From an optimization exercise on the open Yosys and OpenROAD flow, aimed at small area, a short achievable clock period and few clock cycles; shortcuts taken in it are not production practice. No run shown here included a check of the RTL's function; only the layout flow was run. No activity file was given, so power comes from the tool's default toggle rates.

File: design/flow/run.sh
#!/bin/bash
# synth_recipe.tcl (not shown) runs the flow's synth.tcl, then flattens the netlist and writes it again
# the make line also repeats each setting of config.mk as NAME=value (left out here)
make -C /OpenROAD-flow-scripts/flow DESIGN_CONFIG=/design/flow/config.mk WORK_HOME=/design/flow/orfs CLKGATE_MAP_FILE= SYNTH_SCRIPT=/design/flow/synth_recipe.tcl finish
File: design/flow/config.mk
export PLATFORM = sky130hd
export DESIGN_NAME = roller_dec
export DESIGN_NICKNAME = roller_dec
export VERILOG_FILES = /design/flow/design.v
export SDC_FILE = /design/flow/constraint.sdc
export NUM_CORES = 4
export LEC_CHECK = 0
export CAP_MARGIN = 20
export CORE_MARGIN = 2
export CORE_UTILIZATION = 40
export SLEW_MARGIN = 20
File: design/flow/constraint.sdc
create_clock -name core_clock -period 5.5 [get_ports {clk}]
set_input_delay 1.1000 -clock core_clock [delete_from_list [all_inputs] [get_ports {clk}]]
set_output_delay 1.1000 -clock core_clock [all_outputs]
set_load 0.01 [all_outputs]
File: design/flow/design.v
module roller_dec (
    input  wire        clk,
    input  wire        rst,          
    input  wire        start,        
    input  wire [1:0]  bucket,       
    output wire        idle,
    output reg         done,         
    output reg  [1:0]  status,       
    input  wire        in_valid,
    input  wire [7:0]  in_data,
    output wire        in_ready,
    output wire        wr_en,
    output wire [11:0] wr_addr,
    output wire [7:0]  wr_data,
    output wire        rd_en,
    output wire [11:0] rd_addr,
    input  wire [7:0]  rd_data       
);
    localparam [1:0] ST_OK       = 2'd0,
                     ST_BAD_CODE = 2'd1,
                     ST_BAD_DIST = 2'd2,
                     ST_OVERRUN  = 2'd3;
    localparam [3:0] S_IDLE = 4'd0,
                     S_H0   = 4'd1,     
                     S_H1   = 4'd2,     
                     S_H2   = 4'd3,     
                     S_H3   = 4'd4,     
                     S_TOK  = 4'd5,     
                     S_A1   = 4'd6,     
                     S_A2   = 4'd7,     
                     S_A3   = 4'd8,     
                     S_MCHK = 4'd9,     
                     S_RUN  = 4'd10,    
                     S_LIT  = 4'd11;    
    localparam [1:0] K_SHORT = 2'd0, K_LONG = 2'd1, K_FILL = 2'd2;
    reg [3:0]  state;
    reg [1:0]  kind;        
    reg [1:0]  code;        
    reg [11:0] rem;         
    reg [12:0] p;           
    reg [12:0] cnt;         
    reg [11:0] dd;          
    assign idle = (state == S_IDLE);
    wire run_fill = (kind == K_FILL);
    wire [13:0] rsum = {1'b0, p} + {2'b11, ~dd} + {13'd0, state == S_RUN};
    assign wr_en    = (state == S_LIT && in_valid) || (state == S_RUN);
    assign wr_addr  = p[11:0];
    assign wr_data  = (state == S_RUN) ? (run_fill ? dd[7:0] : rd_data) : in_data;
    assign rd_en    = (state == S_MCHK) || (state == S_RUN && !run_fill && dd != 12'd0);
    assign rd_addr  = rsum[11:0];
    assign in_ready = (state != S_IDLE) && (state != S_MCHK) && (state != S_RUN);
    wire [11:0] rem_dec = rem - 12'd1;
    wire [12:0] cnt_dec = cnt - 13'd1;
    wire        cnt_end = (cnt == 13'd0);
    wire        ovr     = p[12] || cnt[12] || (cnt[11:0] > ~p[11:0]);
    wire [6:0]  n       = in_data[6:0];
    wire        lit_ovr = ({5'd0, n} > ~p[11:0]);
    wire        lit_bad = ({5'd0, n} >= rem_dec);
    wire [11:0] tl      = {in_data[3:0], rem[7:0]};
    wire        tl_bad  = (in_data[7:4] != 4'd0) || (tl == 12'd0) ||
                          (tl[11:10] > code) ||
                          (tl[11:10] == code && tl[9:2] == 8'hFF && tl[1:0] != 2'd0);
    wire [8:0]  lo6     = {1'b0, in_data} + 9'd6;
    wire [4:0]  hi_sum  = {1'b0, in_data[3:0]} + {4'd0, cnt[8]};
    task automatic finish(input [1:0] st);
        begin
            done   <= 1'b1;
            status <= st;
            state  <= S_IDLE;
        end
    endtask
    always @(posedge clk) begin
        if (rst) begin
            state <= S_IDLE;
            done  <= 1'b0;
        end else begin
            done <= 1'b0;
            case (state)
                S_IDLE: begin
                    if (start) begin
                        code <= bucket;
                        p    <= 13'd0;
                        if (bucket == 2'd3) begin
                            cnt   <= 13'd4095;
                            rem   <= 12'd0;
                            state <= S_LIT;
                        end else begin
                            state <= S_H0;
                        end
                    end
                end
                S_H0: if (in_valid) begin
                    if (in_data != 8'h01) finish(ST_BAD_CODE);
                    else state <= S_H1;
                end
                S_H1: if (in_valid) begin
                    if (in_data != {6'd0, code}) finish(ST_BAD_CODE);
                    else state <= S_H2;
                end
                S_H2: if (in_valid) begin
                    rem[7:0] <= in_data;
                    state    <= S_H3;
                end
                S_H3: if (in_valid) begin
                    rem <= tl;
                    if (tl_bad) finish(ST_BAD_CODE);
                    else state <= S_TOK;
                end
                S_TOK: begin
                    if (rem == 12'd0) begin
                        finish(p[12] ? ST_OK : ST_BAD_CODE);
                    end else if (p[12]) begin
                        finish(ST_OVERRUN);
                    end else if (in_valid) begin
                        rem <= rem_dec;
                        if (!in_data[7]) begin
                            cnt <= {6'd0, n};
                            if (lit_bad) finish(ST_BAD_CODE);
                            else if (lit_ovr) finish(ST_OVERRUN);
                            else state <= S_LIT;
                        end else if (in_data[6] == 1'b0) begin
                            kind      <= K_SHORT;
                            dd[11:8]  <= in_data[3:0];
                            cnt       <= {10'd0, {1'b0, in_data[5:4]} + 3'd2};
                            if (rem_dec == 12'd0) finish(ST_BAD_CODE);
                            else state <= S_A1;
                        end else if (in_data[5:4] == 2'b00) begin
                            kind      <= K_LONG;
                            dd[11:8]  <= in_data[3:0];
                            if (rem_dec < 12'd3) finish(ST_BAD_CODE);
                            else state <= S_A1;
                        end else if (in_data[5:4] == 2'b01) begin
                            kind      <= K_FILL;
                            cnt[12:8] <= {1'b0, in_data[3:0]};
                            if (rem_dec < 12'd2) finish(ST_BAD_CODE);
                            else state <= S_A1;
                        end else begin
                            finish(ST_BAD_CODE);
                        end
                    end
                end
                S_A1: if (in_valid) begin
                    rem <= rem_dec;
                    if (run_fill) cnt[7:0] <= in_data;
                    else          dd[7:0]  <= in_data;
                    state <= (kind == K_SHORT) ? S_MCHK : S_A2;
                end
                S_A2: if (in_valid) begin
                    rem <= rem_dec;
                    if (run_fill) begin
                        dd[7:0] <= in_data;
                        if (ovr) finish(ST_OVERRUN);
                        else state <= S_RUN;
                    end else begin
                        cnt[8:0] <= lo6;
                        state    <= S_A3;
                    end
                end
                S_A3: if (in_valid) begin
                    rem <= rem_dec;
                    cnt[12:8] <= (in_data[7:4] != 4'd0) ? 5'h1F : hi_sum;
                    state <= S_MCHK;
                end
                S_MCHK: begin
                    if (rsum[13]) finish(ST_BAD_DIST);
                    else if (ovr) finish(ST_OVERRUN);
                    else state <= S_RUN;
                end
                S_RUN: begin
                    p   <= p + 13'd1;
                    cnt <= cnt_dec;
                    if (cnt_end) state <= S_TOK;
                end
                S_LIT: if (in_valid) begin
                    p   <= p + 13'd1;
                    rem <= rem_dec;
                    cnt <= cnt_dec;
                    if (cnt_end) state <= S_TOK;
                end
                default: state <= S_IDLE;
            endcase
        end
    end
endmodule
==> results.ini, run 1 <==
[worst_setup_path]
crit_arrival_ns = 4.01
r2r_setup_slack_ns = 2.08
crit_type = reg -> out
rr_endpoint = state[3]$_SDFFE_PP0P_
worstRegToRegCells = 11
cp-start-kind = register
r2r_start = state[3]$_SDFFE_PP0P_
critPathCaptureType = output port
cp.required_ns = 4.40
cp_max_fo = 18

[cells_and_area]
diodes = 0
multi_input_comb_area_um2 = 3640
fill_cells = 1385
areaGrowthSynthToFinish_pct = 16.5
drive_above_1_share_pct = 6.85
fin_nets = 812
seqCellArea_um2 = 1780

[synthesis]
synth.largest_area_cell = edfxtp_1
synth_area_leaders = edfxtp_1 (29%), ha_1 (10%), nand2_1 (5.7%), nor2_1 (4.7%), o21ai_0 (4.2%)
syn_avg_cell_area_um2 = 8.21
syn-cell-area_um2 = 5810
synth_seq_area_share_pct = 30.7
ys.flop_type = edfxtp_1
synth_edf_count = 56
synth_top_area_share_pct = 29.0
ys_types = 76
synth.cells.most_frequent = nand2_1 (88), nor2_1 (72), edfxtp_1 (56), o21ai_0 (49), ha_1 (47)
ys_ff_latch = 61
async_flop_share_pct = 0
ys.warnings.count = 1
synth.most_common_cell = nand2_1
syn_inst = 707
syn_nets = 778

[grt]
antenna_found_initial = 0
grt_pass1_wl_mm = 28.4
grt_max_degree = 34
gr-total-overflow = 0
grt_usage_pct = 23.2
grt_pass1_vias = 5304

[clocking]
postCtsSetupBuffers = 0
cts_tree = built
clkSlewWorstSetupHoldPaths_ns = 0.05
clk-insertion-delay-late_ns = 0.35
htree_levels = 3
ctsHoldBuffers = 0
cts_root_buffer = clkbuf_16
numCtsBuffers = 9
cts_resized = 0
cts.sinks = 61
max-clock-path-buffers = 2

[placed_design]
gp_congestion = 0.945
portBuffers = 60
dp_hpwl_mm = 13.3

[pwr]
power_mw = 2.41
p_seq_share_pct = 31.3
power_frac_comb_pct = 45.5
p_sw_share_pct = 41.1
p_int_mw = 1.42
p_switching_mw = 0.992
power_density_nw_per_um2 = 356
p_leak_nw = 2.43
ir_drop_mv = 0.222
clockPowerShare_pct = 23.2

[worst_hold_path]
hold-path-endpoint = status[1]$_DFFE_PP_
holdCritStartpoint = status[1]$_DFFE_PP_
min_path_cells = 2
holdCritPathClass = reg -> reg

[floorplan]
start_util_pct = 40.4
die_h_um = 124
fp-row-count = 44
coreArea_um2 = 14400
die-area_um2 = 15500
die_w_um = 124
num_io_pins = 61

[drt]
wirelength_mm = 18.0
viasPerCell = 5.92
wire_per_inst_um = 19.4
antenna_left = 0
drt_iter0_markers = 652
first_pass_iters = 5
drcViolationCount = 0
num_vias = 5498

[sta]
setup_tns_ns = 0
min_period_over_period_pct = 92.9
finalHoldViolations = 0
fin_crit_ns = 5.11
slew_violations = 0
max-slew-margin-rel_pct = 32.0
rsz0062_at_grt = false
max_slew.worst_pin.slew_ns = 1.01
clock_skew_ns = 0.00635
max_freq_ghz = 0.196
setup_viol = 0

[job]
maxCapViolCount = 0

[status]
status = complete, no violations

[kinds of logic (layout without fill, tap and decap cells)]
kind of cell | after synthesis | in the layout | synth area share, %
adder cells (fa/ha/maj) | 49 | 49 | 10.8
AND/OR/NAND/NOR | 289 | 289 | 24.6
XOR/XNOR | 45 | 45 | 6.79
multiplexers | 2 | 2 | 0.345
flip-flops | 61 | 61 | 30.7
AO/OA/AOI/OAI | 174 | 174 | 19.8
buffers and inverters | 87 | 125 | 6.96
[power groups by stage]
stage	combinational (mW)	sequential [mW]	clock (mW)
after floorplan	0.785	0.691	0
after CTS	1.08	0.754	0.563
final	1.10	0.755	0.558
after global routing	1.21	0.767	0.580
after global placement	1.06	0.757	0
after detailed placement	1.07	0.763	0
[metrics by stage]
stage               hold WS [ns]  area, µm²  setup WS [ns]  cells  util (%)
floorplan                  0.629       5810           1.29    707         -
global placement           0.647       6480          0.886    914      45.1
detailed placement         0.662       6480          0.759    914      45.1
CTS                        0.677       6760          0.385    929      47.0
global route               0.684       6770         0.0228    929      47.1
finish                     0.663       6770          0.392    929      47.1
[area by class of cell]
| type | count | share of cell area (%) |
|---|---|---|
| clock buffer | 9 | 3.33 |
| inverter | 37 | 2.05 |
| timing repair buffer | 73 | 10.3 |
| clock inverter | 6 | 0.814 |
| sequential | 61 | 26.3 |
| tap | 184 | 3.40 |
| multi-input combinational | 559 | 53.7 |
[critical path, stage by stage, from the launching register on]
cell	delay, ns
dfxtp_1	0.65
nand2b_1	0.29
nor2_1	0.33
fa_1	0.26
inv_1	0.06
fa_1	0.40
nor2b_1	0.11
o21ai_0	0.10
a21boi_0	0.30
o21a_1	0.15
nor2_1	0.06
o21a_1	0.22
mux2i_1	0.12
nand3_1	0.07
clkdlybuf4s50_1	0.53
[per-layer routing]
layer | routed length (µm) | GRT usage, % | share of wire (%) | vias up
li1 | - | - | - | 2636
met1 | 8500 | 31.7 | 47 | 2629
met2 | 8110 | 36.4 | 45 | 205
met3 | 953 | 3.91 | 5.3 | 28
met4 | 426 | 9.19 | 2.4 | 0
met5 | 0 | 0 | 0 | -
[placed cells by master, fill, tap and decap left out, drive strengths merged, types with 28 or more instances in the layout]
cell type      instances
nand2                 89
nor2                  73
clkdlybuf4s50         60
o21ai                 58
edfxtp                56
ha                    47
inv                   37
a21oi                 30
xnor2                 28
[worst max path at each step]
stage / start / end / cells after the start
after global placement: state[3]$_SDFFE_PP0P_ / rd_addr[10] / 14
after global routing: state[3]$_SDFFE_PP0P_ / rd_addr[10] / 14
after CTS: state[3]$_SDFFE_PP0P_ / rd_addr[10] / 14
after floorplan: state[1]$_SDFFE_PP0P_ / rd_addr[10] / 15
final: state[3]$_SDFFE_PP0P_ / rd_addr[10] / 14
after detailed placement: state[3]$_SDFFE_PP0P_ / rd_addr[10] / 14
[sequential cells by signal, indices dropped and copies added, names as in the netlist]
name,count
cnt,13
p,13
dd,12
rem,12
state,4
code,2
kind,2
status,2
done,1
==> inputs of run 2 (changes only) <==
--- a/design/flow/config.mk
+++ b/design/flow/config.mk
@@ -6,6 +6,8 @@
 export NUM_CORES = 4
 export LEC_CHECK = 0
+export ABC_CLOCK_PERIOD_IN_PS = 3000
 export CAP_MARGIN = 20
 export CORE_MARGIN = 2
 export CORE_UTILIZATION = 40
+export SETUP_SLACK_MARGIN = 2.5
 export SLEW_MARGIN = 20
==> results.ini, run 2 <==
[floorplan]
die-area_um2 = 15500  ; unchanged
start_util_pct = 40.4  ; unchanged
coreArea_um2 = 14400  ; unchanged
fp-row-count = 44  ; unchanged
die_w_um = 124  ; unchanged
num_io_pins = 61  ; unchanged
die_h_um = 124  ; unchanged

[sta]
setup_tns_ns = 0  ; unchanged
clock_skew_ns = 0.0100  ; +0.00367 ns
finalHoldViolations = 0  ; unchanged
max_freq_ghz = 0.257  ; +31%
fin_crit_ns = 3.90  ; -1.21 ns
setup_viol = 0  ; unchanged
worst_slack_ns = 1.60  ; +1.21 ns
slew_violations = 0  ; unchanged
rsz0062_at_grt = true
max-slew-margin-rel_pct = 52.6  ; +21 points
max_slew.worst_pin.slew_ns = 0.706  ; -0.303 ns
min_period_over_period_pct = 70.8  ; -22 points

[cells_and_area]
top_regs = cnt x13, p x13
drive_above_1_share_pct = 21.7  ; +15 points
areaGrowthSynthToFinish_pct = 25.8
fin_cells = 969  ; +4.3%
final_area_um2 = 7300  ; +7.9%
final_common_cell = nand2_1
fin_nets = 851  ; +4.8%
diodes = 0  ; unchanged
layout_common_cells = nand2_1 (86), nor2_1 (67), edfxtp_1 (56)

[worst_setup_path]
critPathCaptureType = output port
crit_arrival_ns = 2.80  ; -1.21 ns
cp.required_ns = 4.40  ; about the same
cpPeakStageDelay_ns = 0.34  ; -0.31 ns
crit_type = reg -> out
path_cells = nand2b_4 > nor2_4 > fa_2 > inv_2 > fa_2 > nor2b_1 > o21ai_1 > a21boi_1 > o21a_1 > nor2_2 > o21a_1 > mux2i_1 > nand3_1 > buf_2
crit_start = state[2]$_SDFFE_PP0P_
cp_max_fo = 2  ; -16
cp-start-kind = register
r2r_start = p[0]$_SDFFCE_PP0P_
critPathSlowestCell = dfxtp_4

[synthesis]
syn-cell-area_um2 = 5810  ; unchanged
ys.warnings.count = 1  ; unchanged
syn_inst = 707  ; unchanged
synth_edf_count = 56  ; unchanged
syn_nets = 778  ; unchanged
syn_avg_cell_area_um2 = 8.21  ; unchanged
synth_seq_area_share_pct = 30.7  ; unchanged
synth.cells.most_frequent = nand2_1 (88), nor2_1 (72), edfxtp_1 (56), o21ai_0 (49), ha_1 (47)
synth.largest_area_cell = edfxtp_1
synth_top_area_share_pct = 29.0  ; unchanged
synth.most_common_cell = nand2_1
ys_types = 76  ; unchanged
synth_area_leaders = edfxtp_1 (29%), ha_1 (10%), nand2_1 (5.7%), nor2_1 (4.7%), o21ai_0 (4.2%)
ys.flop_type = edfxtp_1
ys_ff_latch = 61  ; unchanged
async_flop_share_pct = 0  ; unchanged

[placed_design]
place_area_um2 = 6480  ; unchanged
placed_cells = 907  ; -0.77%
pre_cts_ws_ns = 0.799  ; +0.0398 ns
gp_congestion = 0.964  ; +2.0%
dp_hpwl_mm = 13.3  ; +0.34%
portBuffers = 60  ; unchanged

[clocking]
clk-insertion-delay-late_ns = 0.34  ; about the same
cts_root_buffer = clkbuf_16
numCtsBuffers = 9  ; unchanged
htree_levels = 3  ; unchanged
cts.sinks = 61  ; unchanged
max-clock-path-buffers = 2  ; unchanged
cts_tree = built
ctsHoldBuffers = 0  ; unchanged
clkSlewWorstSetupHoldPaths_ns = 0.05  ; about the same

[grt]
grt_max_degree = 34  ; unchanged
grt_pass1_wl_mm = 30.0  ; +5.6%
gr-total-overflow = 0  ; unchanged
grt_pass1_vias = 5542  ; +4.5%
grt_usage_pct = 24.4  ; +1.2 points
antenna_found_initial = 0  ; unchanged

[drt]
viasPerCell = 6.05  ; +2.3%
wirelength_mm = 19.4  ; +7.8%
met1Wirelength_mm = 8.41  ; -1.0%
drcViolationCount = 0  ; unchanged
antenna_left = 0  ; unchanged
first_pass_iters = 6  ; +1
wl_met2_mm = 8.91  ; +10%
highest_layer = met4
drt_iter0_markers = 526  ; -19%
wire_per_inst_um = 20.0  ; +3.3%
wl_met3_mm = 1.39  ; +46%
num_vias = 5867  ; +6.7%

[pwr]
ir_drop_mv = 0.216  ; -3.0%
power_mw = 2.52  ; +4.5%
p_leak_nw = 2.71  ; +12%
power_density_nw_per_um2 = 345  ; -3.1%

[status]
status = complete, no violations

[worst_hold_path]
holdCritStartpoint = cnt[0]$_DFFE_PP_
holdCritPathClass = reg -> reg

[job]
maxCapViolCount = 0  ; unchanged

[run 2: cell counts after synthesis]
No cell type changed its count.
[run 2: report_power, final]
| part | leakage, nW | internal, mW | switching, mW |
|---|---|---|---|
| Combinational | 2.04 | 0.521 | 0.744 |
| Sequential | 0.538 | 0.629 | 0.116 |
| Clock | 0.129 | 0.301 | 0.209 |
| Total | 2.71 | 1.45 | 1.07 |
[run 2: cell families (layout without fill, tap and decap cells)]
kind of cell    after synthesis  after routing  synth area share (%)
compound gates              174            174                  19.8
xor+xnor                     45             45                  6.79
fa+ha+maj                    49             49                  10.8
buf+inv                      87            165                  6.96
flops                        61             61                  30.7
mux                           2              2                 0.345
simple gates                289            289                  24.6
[run 2: worst paths after layout]
check	to	slack, ns	cells past startpoint
worst min register to register	cnt[0]$_DFFE_PP_	0.67	1
worst max-delay path	rd_addr[10]	1.60	14
worst min-delay path	cnt[0]$_DFFE_PP_	0.67	1
worst max register to register	state[3]$_SDFFE_PP0P_	2.38	14
[run 2: layer usage]
layer	track usage [%]	vias to the layer above
met4	11.6	0
li1	-	2714
met3	3.69	51
met1	33.2	2808
met2	38.0	294
met5	0	-
[run 2: cell type report]
type | instances | area, µm²
Clock buffer | 11 | 233
Fill cell | 1376 | 7070
Sequential cell | 61 | 1790
Clock inverter | 5 | 27.5
Multi-Input combinational cell | 559 | 3960
Tap cell | 184 | 230
Inverter | 37 | 141
Timing Repair Buffer | 112 | 913
[run 2: worst max-delay path, delay by kind of cell, from the launching register on]
kind | cells | cell delay (ns)
buffers and inverters | 2 | 0.18
adder cells (fa/ha/maj) | 2 | 0.58
AND/OR/NAND/NOR | 5 | 0.56
flip-flops | 1 | 0.34
multiplexers | 1 | 0.16
AO/OA/AOI/OAI | 4 | 0.64
[run 2: metrics by stage]
stage | utilization (%) | hold slack, ns
finish | 50.8 | 0.674
global route | 50.8 | 0.698
CTS | 49.2 | 0.675
detailed placement | 45.1 | 0.663
global placement | 45.0 | 0.649
floorplan | - | 0.629
[run 2: what timing repair did]
item / 4_1_cts / 5_1_grt
pin swaps: 35 / 32
setup endpoints to repair: 66 / 39
setup buffers: 31 / 15
resized for setup: 184 / 28
==> inputs of run 3 (changes only) <==
--- a/design/flow/config.mk
+++ b/design/flow/config.mk
@@ -6,8 +6,8 @@
 export NUM_CORES = 4
 export LEC_CHECK = 0
-export ABC_CLOCK_PERIOD_IN_PS = 3000
+export ABC_AREA = 1
 export CAP_MARGIN = 20
 export CORE_MARGIN = 2
 export CORE_UTILIZATION = 40
-export SETUP_SLACK_MARGIN = 2.5
+export SETUP_SLACK_MARGIN = 2.0
 export SLEW_MARGIN = 20
==> results.ini, run 3 <==
[worst_hold_path]
holdCritStartpoint = state[2]$_SDFFE_PP0P_
min_path_cells = 2  ; +1
hold-path-endpoint = state[2]$_SDFFE_PP0P_
holdCritPathClass = reg -> reg

[floorplan]
num_io_pins = 61  ; unchanged
die-area_um2 = 15200  ; -1.8%
start_util_pct = 41.0  ; +0.63 points
coreArea_um2 = 13900  ; -3.4%
fp-row-count = 43  ; -2.3%
die_w_um = 123  ; -0.92%
die_h_um = 123  ; -0.92%

[pwr]
power_density_nw_per_um2 = 328  ; -5.0%
ir_drop_mv = 0.174  ; -19%
p_leak_nw = 3.03  ; +12%
power_mw = 2.30  ; -8.8%

[drt]
drcViolationCount = 0  ; unchanged
wire_per_inst_um = 19.3  ; -3.5%
viasPerCell = 5.64  ; -6.8%
wirelength_mm = 20.5  ; +5.7%
num_vias = 5984  ; +2.0%
antenna_left = 0  ; unchanged
first_pass_iters = 6  ; unchanged
drt_iter0_markers = 658  ; +25%

[sta]
finalHoldViolations = 0  ; unchanged
rsz0062_at_grt = true
slew_violations = 0  ; unchanged
min_period_over_period_pct = 71.8  ; +0.94 points
max-slew-margin-rel_pct = 41.4  ; -11 points
setup_viol = 0  ; unchanged
clock_skew_ns = 0.0115  ; +0.00151 ns
fin_crit_ns = 3.95  ; +0.0519 ns
setup_tns_ns = 0  ; unchanged
max_freq_ghz = 0.253  ; -1.3%
max_slew.worst_pin.slew_ns = 0.871  ; +0.164 ns

[clocking]
max-clock-path-buffers = 2  ; unchanged
clkSlewWorstSetupHoldPaths_ns = 0.05  ; about the same
cts_tree = built
cts_root_buffer = clkbuf_16
clk-insertion-delay-late_ns = 0.35  ; about the same
cts.sinks = 61  ; unchanged
ctsHoldBuffers = 0  ; unchanged
numCtsBuffers = 9  ; unchanged
htree_levels = 3  ; unchanged

[synthesis]
syn_nets = 870  ; +12%
syn_inst = 799  ; +13%
synth_area_leaders = edfxtp_1 (30%), nand2_1 (10%), ha_1 (10%), inv_1 (8.6%), nor2_1 (5.5%)
synth.most_common_cell = nand2_1
ys_ff_latch = 61  ; unchanged
synth.largest_area_cell = edfxtp_1
synth_edf_count = 56  ; unchanged
ys_types = 45  ; -41%
synth_seq_area_share_pct = 31.3  ; +0.59 points
synth.cells.most_frequent = nand2_1 (158), inv_1 (131), nor2_1 (84), edfxtp_1 (56)
syn-cell-area_um2 = 5700  ; -1.9%
ys.flop_type = edfxtp_1
synth_top_area_share_pct = 29.5  ; +0.56 points
ys.warnings.count = 1  ; unchanged
async_flop_share_pct = 0  ; unchanged
syn_avg_cell_area_um2 = 7.13  ; -13%

[worst_setup_path]
cp.required_ns = 4.40  ; about the same
crit_start = state[1]$_SDFFE_PP0P_
worstRegToRegCells = 9  ; -5
rr_endpoint = cnt[1]$_DFFE_PP_
crit_arrival_ns = 2.85  ; +0.05 ns
crit_type = reg -> out
cp_max_fo = 7  ; +5
cp-start-kind = register
r2r_start = state[1]$_SDFFE_PP0P_
r2r_setup_slack_ns = 2.45  ; +0.07 ns
critPathCaptureType = output port

[cells_and_area]
areaGrowthSynthToFinish_pct = 23.0
layout_common_cells = nand2_1 (152), inv_1 (124), nor2_1 (81)
fin_nets = 947  ; +11%
drive_above_1_share_pct = 13.3  ; -8.4 points
diodes = 0  ; unchanged
final_common_cell = nand2_1
top_regs = cnt x13, p x13

[grt]
grt_util_met3_pct = 4.24  ; +0.55 points
antenna_found_initial = 0  ; unchanged
grt_pass1_vias = 5666  ; +2.2%
met2_usage_pct = 45.9  ; +8.0 points
gr-total-overflow = 0  ; unchanged
grt_usage_pct = 27.7  ; +3.3 points
grt_max_degree = 20  ; -41%
use_met1_pct = 35.6  ; +2.3 points
grt.busiest_layer = met2
grt_pass1_wl_mm = 31.0  ; +3.5%

[placed_design]
portBuffers = 60  ; unchanged
gp_congestion = 0.946  ; -1.9%
dp_hpwl_mm = 15.9  ; +19%

[status]
status = complete, no violations

[job]
maxCapViolCount = 0  ; unchanged

[run 3: cell count changes after synthesis, sizes merged, moves of 11 or more]
cell and change:
nor2 +21, inv +101, o21ai -11, nand3 +25
nand2 +71, a21oi +18, nand4 +12, nand2b -15
xnor2 -26, clkbuf -20
[run 3: critical path, stage by stage (launching register included)]
cell and delay, ns:
dfxtp_2 0.41, nand2_4 0.09, nor2_4 0.18, fa_2 0.25, inv_2 0.04, fa_2 0.36
o21ai_4 0.16, nand2_1 0.07, nand2_1 0.07, nand2_1 0.06, nand2_2 0.07, a21oi_2 0.05
o21bai_1 0.18, nand2_1 0.07, nand2_1 0.06, nand2_1 0.06, nand2_2 0.07, xor2_2 0.12
buf_2 0.14
[run 3: layer usage]
metal | vias to the layer above | routed length [µm]
met1 | 2777 | 8590
met5 | - | 0
li1 | 2864 | -
met2 | 295 | 9750
met3 | 48 | 1480
met4 | 0 | 663
[run 3: layout make-up]
| cell class | instances | area [µm²] |
|---|---|---|
| clock buffers | 9 | 225 |
| clock inverters | 7 | 97.6 |
| fillers | 1383 | 6870 |
| inverters | 143 | 556 |
| multi-input cells | 575 | 3360 |
| flip-flops and latches | 61 | 1790 |
| well taps | 180 | 225 |
| repair buffers | 86 | 752 |
[run 3: repair_timing]
item                                    in CTS  in global routing
gates resized for setup                     75                 24
endpoints found under the setup margin      23                 23
setup buffers                               17                  4
pin swaps                                   16                 13
[run 3: report_power, final]
part	switching, mW	internal [mW]
logic	0.604	0.389
clock network	0.228	0.398
registers	0.0811	0.597
total	0.913	1.38
[run 3: cells by family (layout without fill, tap and decap cells)]
logic type,Yosys count,count (layout),synth area share [%]
fa+ha+maj,49,49,11.0
simple gates,360,360,27.9
compound gates,150,150,15.7
buf+inv,163,245,11.7
xor+xnor,16,16,2.46
flops,61,61,31.3
[run 3: how the worst max path moves through the flow]
stage                             end  slack (ns)  depth (start not counted)
after global placement    rd_addr[10]        1.36                         20
final                     rd_addr[10]        1.55                         18
after floorplan           rd_addr[10]        1.92                         20
after CTS                 rd_addr[10]        1.39                         20
after detailed placement  rd_addr[10]        1.25                         20
after global routing      rd_addr[10]        1.35                         20
[run 3: metrics by stage]
step | hold WS (ns) | instances | instance area, µm² | utilization, % | setup WS (ns)
6_report | 0.500 | 1061 | 7010 | 50.5 | 1.55
5_1_grt | 0.520 | 1061 | 7010 | 50.5 | 1.35
4_1_cts | 0.500 | 1057 | 6980 | 50.3 | 1.39
2_1_floorplan | 0.465 | 799 | 5730 | - | 1.92
3_5_place_dp | 0.487 | 1024 | 6480 | 46.7 | 1.25
3_3_place_gp | 0.484 | 1024 | 6460 | 46.6 | 1.36

## re-timing with driven ports
The results above use ideal ports. As a check the final layouts listed here were re-extracted and re-timed, cells and wires unchanged.
Step 1 sets driving cells, clkbuf_16 on the clock port and buf_2 on the other inputs (assumed; they add their load-dependent delay and slew).
Step 2 times the ports against the registers' clock, not the clock port: input delays grow and output delays shrink by t, the midpoint of the rising clock arrivals with the driver on.
Three values: ideal, step 1, step 2; two values: the first two.
run	shift t [ns]	setup slack, ns	latest minus earliest clock arrival (ns)	worst data-port slew with drivers (ns)	cell pins on the clock port's net
run 1	0.388	0.392 / 0.349 / 0.737	0.006 / 0.007	0.04	1
run 2	0.373	1.604 / 1.565 / 1.939	0.010 / 0.011	0.04	1
run 3	0.384	1.552 / 1.510 / 1.835	0.012 / 0.012	0.04	1
After both steps setup and hold are still met in every run listed.
